This is an optimization exercise on Yosys and OpenROAD, whose aim is a short achievable clock period, few clock cycles per item and low power, not a production implementation.
In this exercise RTL edits were held to simulation tests only and were not proved equivalent to the original.
No activity file was given, so power comes from the tool's default toggle rates.

[design/flow/run.sh]
#!/bin/bash
# synth_recipe.tcl (not shown) runs the flow's synth.tcl, then flattens the netlist and writes it again
# the make line also repeats each setting of config.mk as NAME=value (left out here)
make -C /OpenROAD-flow-scripts/flow DESIGN_CONFIG=/design/flow/config.mk WORK_HOME=/design/flow/orfs CLKGATE_MAP_FILE= SYNTH_SCRIPT=/design/flow/synth_recipe.tcl finish
[design/flow/config.mk]
export PLATFORM = sky130hd
export DESIGN_NAME = cvu
export DESIGN_NICKNAME = cvu
export VERILOG_FILES = /design/flow/design.v
export SDC_FILE = /design/flow/constraint.sdc
export NUM_CORES = 4
export LEC_CHECK = 0
export CAP_MARGIN = 20
export CORE_MARGIN = 2
export CORE_UTILIZATION = 40
export CTS_CLUSTER_DIAMETER = 80
export CTS_CLUSTER_SIZE = 16
export PLACE_DENSITY = 0.5
export SETUP_SLACK_MARGIN = 4
export SLEW_MARGIN = 20
[design/flow/constraint.sdc]
create_clock -name core_clock -period 10.0 [get_ports {clk}]
set_input_delay 2.0000 -clock core_clock [delete_from_list [all_inputs] [get_ports {clk}]]
set_output_delay 2.0000 -clock core_clock [all_outputs]
set_load 0.01 [all_outputs]
[design/flow/design.v]
module cvu (
    input  wire        clk,
    input  wire        rst,
    input  wire        go,
    input  wire        abort,
    input  wire [3:0]  cfg_preset,
    input  wire        cfg_custom,
    input  wire [6:0]  cfg_width,
    input  wire        cfg_refin,
    input  wire        cfg_refout,
    input  wire [63:0] cfg_poly,
    input  wire [63:0] cfg_init,
    input  wire [63:0] cfg_xorout,
    input  wire [35:0] cfg_len,
    input  wire        range_ok,
    input  wire        held,
    input  wire        mp_on,
    input  wire        in_valid,
    input  wire [63:0] in_data,
    input  wire        in_ecc_err,
    input  wire        in_closed,
    output wire        in_ready,
    output wire        busy,
    output wire        done,
    output wire        aborted,
    output wire [7:0]  status,
    output wire [31:0] scans,
    output wire [63:0] result
);
    localparam [63:0] P0_POLY_L = 64'h1EDC_6F41_0000_0000;
    localparam [63:0] P0_INIT_L = 64'hFFFF_FFFF_0000_0000;
    localparam [63:0] P0_XOROUT = 64'h0000_0000_FFFF_FFFF;
    localparam [63:0] P0_U      = 64'h4869_EC38_DEA7_13F1;
    reg        busy_q, done_q, aborted_q;
    reg        st_m_q, st_e_q, st_c_q;      
    reg [31:0] scans_q;
    reg [63:0] m_q;          
    reg [63:0] a_q;          
    reg [63:0] p_q;          
    reg [63:0] u_q;          
    reg [6:0]  w_q;          
    reg        refin_q, refout_q;
    reg        su_q;         
    reg [1:0]  sc_q;         
    reg [32:0] wl_q;         
    reg        pp_q;         
    reg [2:0]  tk_q;         
    reg        rdy_q;        
    reg        pw_q;         
    reg        lastb_q;      
    reg        partb_q;      
    reg        rotd_q;       
    reg        fin_q;        
    reg        zl_q;         
    reg        err_q, errc_q;
    wire [63:0] fld       = cfg_poly | cfg_init | cfg_xorout;
    reg  [63:0] above;       
    integer ai;
    always @(*) begin
        for (ai = 0; ai < 64; ai = ai + 1)
            above[ai] = (cfg_width <= ai);
    end
    wire width_ok  = (cfg_width != 7'd0) && (cfg_width <= 7'd64);
    wire fields_ok = ~|(fld & above);
    wire cfg_ok    = cfg_custom ? (width_ok && fields_ok) : (cfg_preset == 4'd0);
    wire go_ok     = go && !busy_q && !held && range_ok && cfg_ok && mp_on;
    wire run     = busy_q && !su_q;
    wire s0      = su_q && (sc_q == 2'd0);
    wire s1      = su_q && (sc_q == 2'd1);
    wire s2      = su_q && (sc_q == 2'd2);
    wire s3      = su_q && (sc_q == 2'd3);
    wire do_rot  = run && pw_q && partb_q && !rotd_q;
    wire do_fin  = run && fin_q;
    wire do_eng  = run && pw_q && !(partb_q && !rotd_q);
    wire eng_last = do_eng && lastb_q;
    assign in_ready = rdy_q;
    wire   take     = in_valid && rdy_q;
    wire   word_err = in_ecc_err || in_closed;
    wire   wl_z     = (wl_q == 33'd0);
    wire   wl_1     = (wl_q == 33'd1);
    wire   tk_last  = (wl_1 && !pp_q) || (wl_z && pp_q);     
    wire   more     = take ? !tk_last : (!wl_z || pp_q);
    reg  [63:0] qu;
    integer qi;
    always @(*) begin
        qu[0] = 1'b1;
        for (qi = 1; qi < 64; qi = qi + 1)
            qu[qi] = p_q[64 - qi];
    end
    wire [63:0] uop = {64{busy_q}} & ((s2 || s3) ? qu : u_q);
    wire [63:0] pop = {64{busy_q}} & p_q;
    reg  [63:0] f;                       
    reg  [63:0] eng;                     
    integer ti, ki, bi, ji;
    always @(*) begin
        for (ti = 0; ti < 64; ti = ti + 1) begin
            f[ti] = 1'b0;
            for (ki = 0; ki <= ti; ki = ki + 1)
                f[ti] = f[ti] ^ (uop[ki] & m_q[63 - ti + ki]);
        end
        for (bi = 0; bi < 64; bi = bi + 1) begin
            eng[bi] = 1'b0;
            for (ji = 63 - bi; ji < 64; ji = ji + 1)
                eng[bi] = eng[bi] ^ (f[ji] & pop[bi - 63 + ji]);
        end
    end
    function [63:0] rev64;
        input [63:0] v;
        integer i;
        begin
            for (i = 0; i < 64; i = i + 1)
                rev64[i] = v[63 - i];
        end
    endfunction
    function [63:0] perm;
        input [63:0] d;
        input        ri;
        integer i;
        begin
            for (i = 0; i < 8; i = i + 1)
                perm[8*(7-i) +: 8] = d[8*i +: 8];
            if (ri)
                perm = rev64(d);
        end
    endfunction
    reg  [63:0] keep;
    integer ki2;
    always @(*) begin
        for (ki2 = 0; ki2 < 64; ki2 = ki2 + 1)
            keep[ki2] = !wl_z || ((ki2 >> 3) >= 8 - tk_q);
    end
    wire        mrg_a = !refout_q && (eng_last || (run && zl_q));
    wire [63:0] tw    = ({64{take}} & perm(in_data, refin_q) & keep) ^
                        ({64{mrg_a}} & a_q);
    wire [63:0] m_eng = eng ^ tw;
    wire [63:0] m_add = m_q ^ tw;
    wire [5:0]   amt  = su_q   ? ~w_q[5:0] :
                        do_fin ? w_q[5:0] : {tk_q, 3'b000};
    wire [63:0]  rx   = s2 ? a_q : m_q;
    wire [63:0]  rin  = su_q ? {rx[62:0], rx[63]} : rx;
    wire [127:0] rdbl = {rin, rin} << amt;
    wire [63:0]  rot  = rdbl[127:64];
    reg  [63:0] lm;
    integer li;
    always @(*) begin
        for (li = 0; li < 64; li = li + 1)
            lm[li] = ((li >> 3) < tk_q);
    end
    reg  [15:0] sd;
    integer si, sk;
    always @(*) begin
        sd[0] = 1'b1;
        for (si = 1; si < 16; si = si + 1) begin
            sd[si] = 1'b0;
            for (sk = 1; sk <= si; sk = sk + 1)
                sd[si] = sd[si] ^ (p_q[64 - sk] & sd[si - sk]);
        end
    end
    reg [63:0] sd_sq, f_sq;
    integer pi;
    always @(*) begin
        sd_sq = 64'd0;
        f_sq  = 64'd0;
        for (pi = 0; pi < 16; pi = pi + 1)
            sd_sq[63 - 2*pi] = sd[pi];
        for (pi = 0; pi < 32; pi = pi + 1)
            f_sq[63 - 2*pi] = f[pi];
    end
    wire   zl_end   = run && zl_q;
    wire   end_err  = busy_q && err_q;
    wire   end_ok   = !end_err && ((eng_last && refout_q) || do_fin || (zl_end && refout_q));
    wire   end_any  = end_err || end_ok;
    wire   end_ab   = busy_q && !end_any && (abort || !mp_on);
    wire   ending   = end_any || end_ab;
    wire   to_fin   = !end_err && ((eng_last && !refout_q) || (zl_end && !refout_q));
    always @(posedge clk) begin
        if (rst) begin
            busy_q    <= 1'b0;
            done_q    <= 1'b0;
            aborted_q <= 1'b0;
            st_m_q    <= 1'b0;
            st_e_q    <= 1'b0;
            st_c_q    <= 1'b0;
            scans_q   <= 32'd0;
            rdy_q     <= 1'b0;
            su_q      <= 1'b0;
            sc_q      <= 2'd0;
            pw_q      <= 1'b0;
            fin_q     <= 1'b0;
            zl_q      <= 1'b0;
            err_q     <= 1'b0;
            rotd_q    <= 1'b0;
        end else if (!busy_q) begin
            if (go_ok) begin
                busy_q    <= 1'b1;
                done_q    <= 1'b0;
                aborted_q <= 1'b0;
                st_m_q    <= 1'b0;
                st_e_q    <= 1'b0;
                st_c_q    <= 1'b0;
                su_q      <= cfg_custom;
                sc_q      <= 2'd0;
                rdy_q     <= !cfg_custom && (cfg_len != 36'd0);
                pw_q      <= 1'b0;
                fin_q     <= 1'b0;
                zl_q      <= (cfg_len == 36'd0);
                err_q     <= 1'b0;
                rotd_q    <= 1'b0;
            end else if (go) begin
                st_m_q    <= 1'b1;
                st_e_q    <= 1'b0;
                st_c_q    <= 1'b0;
            end
        end else begin
            if (ending) begin
                busy_q    <= 1'b0;
                rdy_q     <= 1'b0;
                scans_q   <= scans_q + 32'd1;
                done_q    <= end_ok;
                aborted_q <= end_ab;
                st_m_q    <= end_err && errc_q;
                st_e_q    <= end_err;
                st_c_q    <= end_err && errc_q;
            end else begin
                if (go)
                    st_m_q <= 1'b1;
                if (su_q) begin
                    sc_q <= sc_q + 2'd1;
                    if (sc_q == 2'd3)
                        su_q <= 1'b0;
                end
                if (su_q && sc_q != 2'd3)
                    rdy_q <= (sc_q == 2'd2) && (!wl_z || pp_q);
                else
                    rdy_q <= more && !(take && word_err);
                if (take) begin
                    pw_q <= 1'b1;
                    if (word_err) begin
                        err_q  <= 1'b1;
                        errc_q <= in_closed;
                    end
                end else if (do_eng) begin
                    pw_q <= 1'b0;
                end
                if (do_rot)
                    rotd_q <= 1'b1;
                if (to_fin)
                    fin_q <= 1'b1;
                if (zl_end)
                    zl_q <= 1'b0;
            end
        end
    end
    always @(posedge clk) begin
        if (!busy_q) begin
            if (go_ok) begin
                m_q      <= cfg_custom ? cfg_poly   : P0_INIT_L;
                u_q      <= cfg_custom ? cfg_init   : P0_U;
                a_q      <= cfg_custom ? cfg_xorout : P0_XOROUT;
                p_q      <= P0_POLY_L;
                w_q      <= cfg_custom ? cfg_width  : 7'd32;
                refin_q  <= cfg_custom ? cfg_refin  : 1'b1;
                refout_q <= cfg_custom ? cfg_refout : 1'b1;
                wl_q     <= cfg_len[35:3];
                pp_q     <= (cfg_len[2:0] != 3'd0);
                tk_q     <= cfg_len[2:0];
            end
        end else if (su_q) begin
            case (sc_q)
                2'd0: begin
                    p_q <= rot;
                    m_q <= u_q;
                end
                2'd1: begin
                    u_q <= rot;
                    m_q <= sd_sq;
                end
                2'd2: begin
                    m_q <= f_sq;
                    if (!refout_q)
                        a_q <= rot;
                end
                default: begin
                    u_q <= f;
                    m_q <= u_q ^ tw;
                end
            endcase
        end else begin
            if (do_fin) begin
                m_q <= rot;
                a_q <= 64'd0;
            end else if (do_rot) begin
                m_q <= rot & lm;
                a_q <= a_q ^ (refout_q ? rev64(rot & ~lm) : (rot & ~lm));
            end else if (do_eng) begin
                m_q <= m_eng;
            end else if (take || mrg_a) begin
                m_q <= m_add;
            end
        end
        if (busy_q && take) begin
            wl_q    <= wl_z ? wl_q : wl_q - 33'd1;
            pp_q    <= wl_z ? 1'b0 : pp_q;
            lastb_q <= tk_last;
            partb_q <= wl_z;
        end
    end
    assign busy    = busy_q;
    assign done    = done_q;
    assign aborted = aborted_q;
    assign status  = {1'b0, st_e_q, st_e_q, 2'b00, st_c_q, st_e_q, st_m_q};
    assign scans   = scans_q;
    assign result  = (refout_q ? rev64(m_q) : m_q) ^ a_q;
endmodule
==> results of run 1 <==
-- cell families after synthesis --
logic type | after synthesis | synth area share (%)
AO/OA/AOI/OAI | 2349 | 16.5
XOR/XNOR | 4060 | 37.5
adder cells (fa/ha/maj) | 23 | 0.270
buffers and inverters | 1757 | 7.27
flip-flops | 351 | 9.69
multiplexers | 748 | 7.28
other | 1 | 0.00361
AND/OR/NAND/NOR | 5497 | 21.5
-- power by group through the flow --
stage                     logic (W)  clock network (W)  registers (W)
after detailed placement   0.000672                  0        0.00162
after floorplan            0.000247                  0        0.00162
after global placement     0.000671                  0        0.00162
after CTS                  0.000730            0.00157        0.00159
-- metrics by stage --
step                hold slack, ns  area (µm²)  std cells
CTS                          0.480      124000      18400
detailed placement           0.471      114000      17900
global placement             0.461      114000      17900
floorplan                    0.445      104000      14800
-- worst min path at each step --
| stage | start | endpoint | slack [ns] | cells after the start |
|---|---|---|---|---|
| 3_5_place_dp | zl_q | zl_q | 0.47 | 2 |
| 2_1_floorplan | rotd_q | rotd_q | 0.45 | 2 |
| 3_3_place_gp | st_c_q | st_c_q | 0.46 | 2 |
| 4_1_cts | zl_q | zl_q | 0.48 | 2 |
-- routing by layer --
metal  global-route usage (%)  GRT overflow
met1                     73.4             0
met4                     73.7             0
met2                     87.9             0
met3                     58.7             0
met5                     33.9             1
-- timing repair --
| item | CTS |
|---|---|
| endpoints found under the hold margin | 0 |
| setup buffers | 397 |
| pin swaps | 232 |
| cloned | 47 |
| resized for setup | 832 |
| endpoints found under the setup margin | 354 |
==> impl_results.md, run 1 <==
- Most instantiated cells after synthesis: xnor2_1 (3067), nor2_1 (3020), nand2_1 (1687)
- FP Rows: roughly 190
- CTS sink count: between 300 and 400
- Place WS: around 1.6 ns
- Post-synth top area share: between 20% and 30%
- CTS Buf Count: 36
- Longest Clk Path Bufs: 3
- Largest area contributor in the netlist: xnor2_1
- Synth warn: 1
- Clock Tree Root: clkbuf_16
- Outcome: aborted with a tool error
- Pin count of the biggest net entering global routing: approximately 110
- EDFF count, synth: between 300 and 400
- Post-Syn Area: around 0.10 mm²
- Largest cells by area after synthesis: xnor2_1 (26%), nor2_1 (11%), edfxtp_1 (8.8%)
- Die H: roughly 500 µm
- Failed at: 5_1_grt
- Post-CTS Hold Fix Bufs: 0
- Sequential area share after synthesis: 9.69%
- GRT Total Usage: 73.3%
- Post-Synthesis Cells: approximately 15000
- #FFs+latches synth: about 350
- I/O Buffers: 420
- Die Width: between 500 and 600 µm
- Most frequent cell after synthesis: xnor2_1
- Tool error: [ERROR GRT-0232] Routing congestion too high. Check the congestion heatmap in the GUI.
- Synth cell types: slightly above 90
- Htree depth: 2
- Async S/R FF share, synth: 0%
- Post-synthesis average cell area: about 7.0 µm²
- Global placement routability congestion: roughly 1.2
- Most used DFF post-synth: edfxtp_1
- Starting Density: about 40%
- IO Count: ~420
- Grt ovf: 1
- DP HPWL: 632000 µm
Testbench counts, summed over its fixed seeds: cycles 24,937, bytes 188,376.
==> run 2, diff against run 1 <==
--- a/design/flow/design.v
+++ b/design/flow/design.v
@@ -40,4 +40,5 @@
     reg [63:0] u_q;          
     reg [6:0]  w_q;          
+    reg        p0_q;         
     reg        refin_q, refout_q;
     reg        su_q;         
@@ -64,5 +65,6 @@
     wire fields_ok = ~|(fld & above);
     wire cfg_ok    = cfg_custom ? (width_ok && fields_ok) : (cfg_preset == 4'd0);
-    wire go_ok     = go && !busy_q && !held && range_ok && cfg_ok && mp_on;
+    wire go_pre    = go && !busy_q && !held && range_ok && mp_on;
+    wire go_ok     = go_pre && cfg_ok;
     wire run     = busy_q && !su_q;
     wire s0      = su_q && (sc_q == 2'd0);
@@ -81,12 +83,15 @@
     wire   tk_last  = (wl_1 && !pp_q) || (wl_z && pp_q);     
     wire   more     = take ? !tk_last : (!wl_z || pp_q);
-    reg  [63:0] qu;
+    reg  [63:0] qu, pq;
     integer qi;
     always @(*) begin
         qu[0] = 1'b1;
-        for (qi = 1; qi < 64; qi = qi + 1)
-            qu[qi] = p_q[64 - qi];
+        pq[0] = p0_q;
+        for (qi = 1; qi < 64; qi = qi + 1) begin
+            qu[qi] = p_q[64 - qi];       
+            pq[qi] = u_q[64 - qi];       
+        end
     end
-    wire [63:0] uop = {64{busy_q}} & ((s2 || s3) ? qu : u_q);
+    wire [63:0] uop = {64{busy_q}} & u_q;
     wire [63:0] pop = {64{busy_q}} & p_q;
     reg  [63:0] f;                       
@@ -135,6 +140,6 @@
     wire [63:0] m_eng = eng ^ tw;
     wire [63:0] m_add = m_q ^ tw;
-    wire [5:0]   amt  = su_q   ? ~w_q[5:0] :
-                        do_fin ? w_q[5:0] : {tk_q, 3'b000};
+    wire [5:0]   amt  = su_q  ? ~w_q[5:0] :
+                        fin_q ? w_q[5:0] : {tk_q, 3'b000};
     wire [63:0]  rx   = s2 ? a_q : m_q;
     wire [63:0]  rin  = su_q ? {rx[62:0], rx[63]} : rx;
@@ -147,12 +152,14 @@
             lm[li] = ((li >> 3) < tk_q);
     end
-    reg  [15:0] sd;
-    integer si, sk;
+    reg  [15:0] sd, sdn;
+    integer si, sk, sn;
     always @(*) begin
-        sd[0] = 1'b1;
-        for (si = 1; si < 16; si = si + 1) begin
-            sd[si] = 1'b0;
-            for (sk = 1; sk <= si; sk = sk + 1)
-                sd[si] = sd[si] ^ (p_q[64 - sk] & sd[si - sk]);
+        sd = 16'd1;
+        for (sn = 1; sn < 16; sn = sn * 2) begin
+            sdn = 16'd0;
+            for (si = 0; si < 2 * sn; si = si + 1)
+                for (sk = 0; 2 * sk <= si; sk = sk + 1)
+                    sdn[si] = sdn[si] ^ (sd[sk] & qu[si - 2 * sk]);
+            sd = sdn;
         end
     end
@@ -256,10 +263,10 @@
             if (go_ok) begin
                 m_q      <= cfg_custom ? cfg_poly   : P0_INIT_L;
-                u_q      <= cfg_custom ? cfg_init   : P0_U;
                 a_q      <= cfg_custom ? cfg_xorout : P0_XOROUT;
+                refout_q <= cfg_custom ? cfg_refout : 1'b1;
+                u_q      <= cfg_custom ? cfg_init   : P0_U;
                 p_q      <= P0_POLY_L;
                 w_q      <= cfg_custom ? cfg_width  : 7'd32;
                 refin_q  <= cfg_custom ? cfg_refin  : 1'b1;
-                refout_q <= cfg_custom ? cfg_refout : 1'b1;
                 wl_q     <= cfg_len[35:3];
                 pp_q     <= (cfg_len[2:0] != 3'd0);
@@ -273,6 +280,8 @@
                 end
                 2'd1: begin
-                    u_q <= rot;
-                    m_q <= sd_sq;
+                    p_q  <= rot;
+                    p0_q <= p_q[0];
+                    u_q  <= qu;
+                    m_q  <= sd_sq;
                 end
                 2'd2: begin
@@ -283,5 +292,6 @@
                 default: begin
                     u_q <= f;
-                    m_q <= u_q ^ tw;
+                    p_q <= pq;
+                    m_q <= p_q ^ tw;
                 end
             endcase
--- a/design/flow/config.mk
+++ b/design/flow/config.mk
@@ -8,8 +8,7 @@
 export CAP_MARGIN = 20
 export CORE_MARGIN = 2
-export CORE_UTILIZATION = 40
+export CORE_UTILIZATION = 30
 export CTS_CLUSTER_DIAMETER = 80
 export CTS_CLUSTER_SIZE = 16
-export PLACE_DENSITY = 0.5
-export SETUP_SLACK_MARGIN = 4
+export SETUP_SLACK_MARGIN = 5
 export SLEW_MARGIN = 20
==> run 2 against run 1 <==
Against the previous run: the run again fails in 5_1_grt; area after synthesis fell by 13%; synthesized cell count decreased by 11%.
==> impl_results.md, run 2 <==
- Outcome: aborted with a tool error (unchanged)
- Failed at: 5_1_grt (unchanged)
- Tool error: [ERROR GRT-0232] Routing congestion too high. Check the congestion heatmap in the GUI. (unchanged)
- Largest family of logic cells by synthesized area: XOR/XNOR gates (unchanged)
- Longest Clk Path Bufs: 3 (unchanged)
- Adder-cell share of the synthesized area: 0.232% (was 0.270%)
- Largest area contributor in the netlist: xnor2_1 (unchanged)
- Post-CTS Hold Fix Bufs: 0 (unchanged)
- Most used DFF post-synth: edfxtp_1 (unchanged)
- Post-Syn Area: 0.0905 mm² (was 0.104 mm²)
- DP HPWL: 408000 µm (was 632000 µm)
- Post-synth top area share: 29.4% (was 25.9%)
- Post-synthesis average cell area: 6.89 µm² (was 7.03 µm²)
- Synth cell types: 85 (was 92)
- Die Width: 553 µm (was 514 µm)
- Post-Synthesis Cells: 13200 (was 14800)
- Area post-placement: 0.0991 mm² (was 0.114 mm²)
- Htree depth: 2 (unchanged)
- Clock Tree Root: clkbuf_16 (unchanged)
- Place WS: 1.47 ns (was 1.59 ns)
- GRT Total Usage: between 40% and 50%
- Async S/R FF share, synth: 0% (unchanged)
- Synth Area in Compound Gates: 7.94% (was 16.5%)
- Die H: 553 µm (was 514 µm)
- Global placement routability congestion: 1.14 (was 1.18)
- Largest cells by area after synthesis: xnor2_1 (29%), nand2_1 (19%), edfxtp_1 (10%) (was xnor2_1 (26%), nor2_1 (11%), edfxtp_1 (8.8%))
- I/O Buffers: 420 (unchanged)
- CTS Buf Count: 36 (unchanged)
- IO Count: 424 (unchanged)
- Grt ovf: 2
- FP Rows: 201 (was 187)
- Simple-Gate Fraction of Synth Area: 24.1% (was 21.5%)
- CTS sink count: 352 (was 351)
- #FFs+latches synth: 352 (was 351)
- Most instantiated cells after synthesis: nand2_1 (4491), xnor2_1 (3036), xor2_1 (1030) (was xnor2_1 (3067), nor2_1 (3020), nand2_1 (1687))
- Synth Area in XOR/XNOR: 44.7% (was 37.5%)
- Most frequent cell after synthesis: nand2_1 (was xnor2_1)
- Synth warn: 1 (unchanged)
- EDFF count, synth: 305 (was 304)
- Starting Density: 30.2% (was 40.1%)
- Pin count of the biggest net entering global routing: between 90 and 100
- Sequential area share after synthesis: 11.2% (was 9.69%)
- Multiplexer share of the synthesized area: 5.64% (was 7.28%)
==> run 2: what timing repair did <==
action                                 CTS
gates resized for setup                938
endpoints found under the hold margin    0
pin swaps                              110
buffers inserted                       371
setup endpoints to repair              507
cloned                                 125
==> run 2: metal layers <==
metal / global-route usage [%] / GRT overflow
met5: 18.6 / 2
met4: 42.6 / 0
met3: 34.7 / 0
met2: 54.6 / 0
met1: 47.3 / 0
==> run 2: logic make-up after synthesis <==
kind of cell    count (synthesis)
buf+inv                      1258
fa+ha+maj                      17
flops                         352
compound gates               1161
mux                           501
xor+xnor                     4282
simple gates                 5578
other cells                     1
==> run 2: worst min path at each step <==
stage,to,startpoint
CTS,st_c_q,st_c_q
detailed placement,st_c_q,st_c_q
global placement,st_c_q,st_c_q
floorplan,st_c_q,st_c_q
==> run 2: power by group through the flow <==
stage	sequential (W)	clock [W]	combinational (W)
floorplan	0.00162	0	0.000227
global placement	0.00163	0	0.000669
detailed placement	0.00163	0	0.000667
CTS	0.00159	0.00149	0.000741
==> run 2: through the flow <==
step           hold slack, ns  utilization [%]  power, W  cells
2_1_floorplan           0.448                -   0.00185  13200
3_3_place_gp            0.456             33.0   0.00229  16800
3_5_place_dp            0.464             33.0   0.00229  16800
4_1_cts                 0.476             37.1   0.00382  17400
Testbench counts of run 2, summed over its fixed seeds: cycles 24,937, bytes 188,376.
